Context: an optimization exercise on an open-source flow, tuned for small area, a short achievable clock period and few clock cycles per item. The choices shown serve that exercise and are no tape-out recipe. Where RTL was checked, it was by simulation tests only, not by an equivalence proof against the original. No activity file was given, so power comes from the tool's default toggle rates.

// fpdivsqrt
module fpdivsqrt (
    input  wire        clk,
    input  wire        rst,      
    input  wire        start,    
    input  wire        op,       
    input  wire [31:0] a,
    input  wire [31:0] b,
    output wire        ready,
    output reg         done,
    output reg  [31:0] result,
    output reg  [4:0]  flags
);
    localparam integer FR = 24;          
    localparam integer W  = FR + 3;      
    localparam [31:0] QNAN = 32'h7FC0_0000;
    wire        sa = a[31];
    wire        sb = b[31];
    wire [7:0]  ea = a[30:23];
    wire [7:0]  eb = b[30:23];
    wire [22:0] fa = a[22:0];
    wire [22:0] fb = b[22:0];
    wire a_zero = (ea == 8'd0);
    wire b_zero = (eb == 8'd0);
    wire a_max  = (ea == 8'hFF);
    wire b_max  = (eb == 8'hFF);
    wire a_fz   = (fa == 23'd0);
    wire b_fz   = (fb == 23'd0);
    wire a_inf  = a_max & a_fz;
    wire b_inf  = b_max & b_fz;
    wire a_nan  = a_max & ~a_fz;
  ...
==> flow/config.mk <==
export PLATFORM = sky130hd
export DESIGN_NAME = fpdivsqrt
export DESIGN_NICKNAME = fpdivsqrt
export VERILOG_FILES = /design/flow/design.v
export SDC_FILE = /design/flow/constraint.sdc
export NUM_CORES = 4
export LEC_CHECK = 0
export ABC_AREA = 1
export CAP_MARGIN = 20
export CORE_MARGIN = 2
export CORE_UTILIZATION = 40
export SETUP_SLACK_MARGIN = 1.6
export SLEW_MARGIN = 20
==> flow/constraint.sdc <==
create_clock -name core_clock -period 5.0 [get_ports {clk}]
set_input_delay 1.0000 -clock core_clock [delete_from_list [all_inputs] [get_ports {clk}]]
set_output_delay 1.0000 -clock core_clock [all_outputs]
set_load 0.01 [all_outputs]
standard.sh (not shown) runs the stock make flow with config.mk's settings and CLKGATE_MAP_FILE= SYNTH_SCRIPT=/design/flow/synth_recipe.tcl, a recipe that flattens the netlist after the stock synthesis.
==> flow/flow/run.sh <==
#!/bin/bash
# The standard layout (the standard.sh) with these changes:
#  - port buffers are the smallest buffer, sky130_fd_sc_hd__buf_1, which the
#    resizer may still upsize where timing or slew needs it;
#  - clock tree synthesis builds the tree from small clock buffers and
#    inserts no dummy loads.
# make's full output goes to run_make.log in this folder; ORFS's own per-step
# logs are under orfs/logs/.
set -euo pipefail
bash standard.sh \
  "BUFFER_PORTS_ARGS=-buffer_cell sky130_fd_sc_hd__buf_1" \
  "CTS_ARGS=-sink_clustering_enable -repair_clock_nets -dont_use_dummy_load -buf_list {sky130_fd_sc_hd__clkbuf_2 sky130_fd_sc_hd__clkbuf_4 sky130_fd_sc_hd__clkbuf_8}" \
  finish > run_make.log 2>&1
Then changed:
--- a/flow/design.v
+++ b/flow/design.v
@@ -91,37 +91,39 @@
         for (i = 0; i < 12; i = i + 1) begin
             b1[FR-1-2*i] = ms[i];
             b2[FR-2-2*i] = ms[i];
             k1[24-2*i] = ms[i];
             k2[23-2*i] = ms[i];
         end
         for (i = 0; i < 13; i = i + 1) begin
             k1[25-2*i] = k1[25-2*i] | md[i];
             k2[24-2*i] = k2[24-2*i] | md[i];
         end
     end
-    wire [W-1:0] pl   = pn & ~({1'b0, s} & ((b1 << 3) | (b1 << 2)));
-    wire [W-1:0] f1n  = pl & ~b1;
-    wire [W-1:0] f2bn = pl & ~b2;
-    wire [W-1:0] f2an = pl & ~(b1 << 1) & ~b2;
-    wire [W-1:0] cx = {w[W-2:0], 1'b1};
-    wire [W-1:0] cy = {f1n[W-2:0], 1'b1};
-    wire [W-1:0] cz = f2an;
-    wire [W-1:0] cs = cx ^ cy ^ cz;
-    wire [W-1:0] cc = (cx & cy) | (cx & cz) | (cy & cz);
-    wire [W-1:0] t1, t2b, t2a;
-    pfx_add #(W) u_t1  (.a(w), .b(f1n), .ci(1'b1), .s(t1));
-    pfx_add #(W) u_t2b (.a({w[W-2:0], 1'b0}), .b(f2bn), .ci(1'b1), .s(t2b));
-    pfx_add #(W) u_t2a (.a(cs), .b({cc[W-2:0], 1'b1}), .ci(1'b0), .s(t2a));
-    wire d1 = ~t1[W-1];
-    wire d2 = d1 ? ~t2a[W-1] : ~t2b[W-1];
+    wire [W-1:0] f1n  = pn & ~b1;
+    wire [W-1:0] f2bn = pn & ~b2;
+    wire [W-1:0] f2an = pn & ~(b1 << 1) & ~b2;
+    wire [W+2:0] a2n  = {2'b11, pn, 1'b1} & ~{2'b00, b1, 1'b0};
+    wire [W+2:0] cx = {2'b00, w, 1'b1};
+    wire [W+2:0] cy = a2n;
+    wire [W+2:0] cz = {3'b111, f2an};
+    wire [W+2:0] cs = cx ^ cy ^ cz;
+    wire [W+2:0] cc = (cx & cy) | (cx & cz) | (cy & cz);
+    wire [W:0]   t1;
+    wire [W+1:0] t2b;
+    wire [W+2:0] t2a;
+    pfx_add #(W+1) u_t1  (.a({1'b0, w}), .b({1'b1, f1n}), .ci(1'b1), .s(t1));
+    pfx_add #(W+2) u_t2b (.a({1'b0, w, 1'b0}), .b({2'b11, f2bn}), .ci(1'b1), .s(t2b));
+    pfx_add #(W+3) u_t2a (.a(cs), .b({cc[W+1:0], 1'b1}), .ci(1'b0), .s(t2a));
+    wire d1 = ~t1[W];
+    wire d2 = d1 ? ~t2a[W+2] : ~t2b[W+1];
     reg [W-1:0] wn;
     always @(*) begin
         case ({d1, d2})
             2'b11:   wn = {t2a[W-2:0], 1'b0};
             2'b10:   wn = {t1[W-3:0], 2'b00};
             2'b01:   wn = {t2b[W-2:0], 1'b0};
             default: wn = {w[W-3:0], 2'b00};
         endcase
     end
     wire [25:0] sn = s | (d1 ? k1 : 26'd0) | (d2 ? k2 : 26'd0);
     wire        hi      = s[25];
@@ -130,23 +132,24 @@
     wire        sticky  = (hi & s[0]) | (w != {W{1'b0}});
     wire        rinc    = rbit & (sticky | frac[0]);
     wire        inexact = rbit | sticky;
     wire [30:0] xin = {exp_q[7:0], frac};
     reg  [30:0] pa, pb;      
     integer d, n;
     always @(*) begin
         pa = {xin[29:0], 1'b1};
         for (d = 1; d < 31; d = d * 2) begin
             pb = pa;
             for (n = d; n < 31; n = n + 1)
-                pb[n] = pa[n] & pa[n-d];
+                if ((n / d) % 2 == 1)
+                    pb[n] = pa[n] & pa[(n / d) * d - 1];
             pa = pb;
         end
     end
     wire [30:0] inc = xin ^ (pa & {31{rinc}});
     wire uf      = exp_q[9] | (exp_q == 10'd0);
     wire of_big  = ~exp_q[9] & (exp_q[8] | (exp_q[7:0] == 8'hFF));
     wire of_rnd  = (exp_q == 10'd254) & rinc & (&frac);
     reg [31:0] rnd_res;
     reg [4:0]  rnd_flg;
     always @(*) begin
         if (spq) begin
@@ -190,45 +193,45 @@
             s       <= op ? {1'b1, 25'd0} : 26'd0;
             spq     <= sp;
             spq_nan <= sp_nan;
             spq_inf <= sp_inf;
             spq_nv  <= sp_nv;
             spq_dz  <= sp_dz;
         end else begin
             md <= md << 1;
             ms <= ms << 1;
             w  <= wn;
             s  <= sn;
-            if (ms != 12'd0) pn <= ~{1'b0, s};
+            if (ms != 12'd0) pn <= ~{1'b0, sn};
             if (md[1] | ms[1]) exp_q <= exp_q + {9'd0, s[25]};
         end
     end
 endmodule
 module pfx_add #(
     parameter integer N = 8
 ) (
     input  wire [N-1:0] a,
     input  wire [N-1:0] b,
     input  wire         ci,
     output wire [N-1:0] s
 );
     reg [N-1:0] g, p, gn, pn;
     integer d, i;
     always @(*) begin
         g = a & b;
         p = a ^ b;
-        g[0] = g[0] | (p[0] & ci);
         for (d = 1; d < N; d = d * 2) begin
             gn = g;
             pn = p;
             for (i = d; i < N; i = i + 1) begin
                 if ((i / d) % 2 == 1) begin
                     gn[i] = g[i] | (p[i] & g[(i / d) * d - 1]);
                     pn[i] = p[i] & p[(i / d) * d - 1];
                 end
             end
             g = gn;
             p = pn;
         end
     end
-    assign s = a ^ b ^ {g[N-2:0], ci};
+    wire [N-1:0] c = {g[N-2:0] | (p[N-2:0] & {(N-1){ci}}), ci};
+    assign s = a ^ b ^ c;
 endmodule
Cell area came out lower by about 3.6%.
Utilization went down by 1.8 points.
Setup slack improves by 0.058 ns.
Clock power is higher by about 0.7%.
Power decreases by 8.3%.
Cell count is about the same.
Fmax goes up by 1.8%.
Area after synthesis rose by about 0.4%.
Clock skew increases by 0.012 ns.
Routed wire length came out lower by about 5%.
First-iteration DRC count fell by about 18%.
Critical path depth went down by 4.
Via count drops by about 0.8%.
Sequential share of layout area goes up by 0.45 points.
Testbench counts after the change, summed over its fixed seeds: cycles 162,076, ops 12,000.
The RTL of the first run of this note was laid out without a check of its function.

what the ideal ports hide:
No port has a modelled driver above. Below, the same layouts with a new extraction and two added sets of constraints. Step 1: set_driving_cell puts a clkbuf_16 on clk and a buf_2 on each other input, an assumption about the parent block. Step 2 also shifts input and output timing later by t, the mid clock arrival at the registers, as if the neighbouring blocks saw the same clock. Slacks: ideal / step 1 / step 2; pairs: ideal / step 1.
run | t, ns | setup WS [ns] | hold WS [ns] | worst slew at a driven data input, ns
the first run | 0.502 | 1.700 / 1.700 / 1.345 | 0.418 / 0.418 / 0.418 | 0.04
the second run | 0.495 | 1.759 / 1.759 / 1.430 | 0.409 / 0.409 / 0.409 | 0.06
After both steps every run listed still meets setup and hold. The setup slack of the first run, which loses most, moves by 0.000 ns with the drivers and by -0.355 ns with both steps.
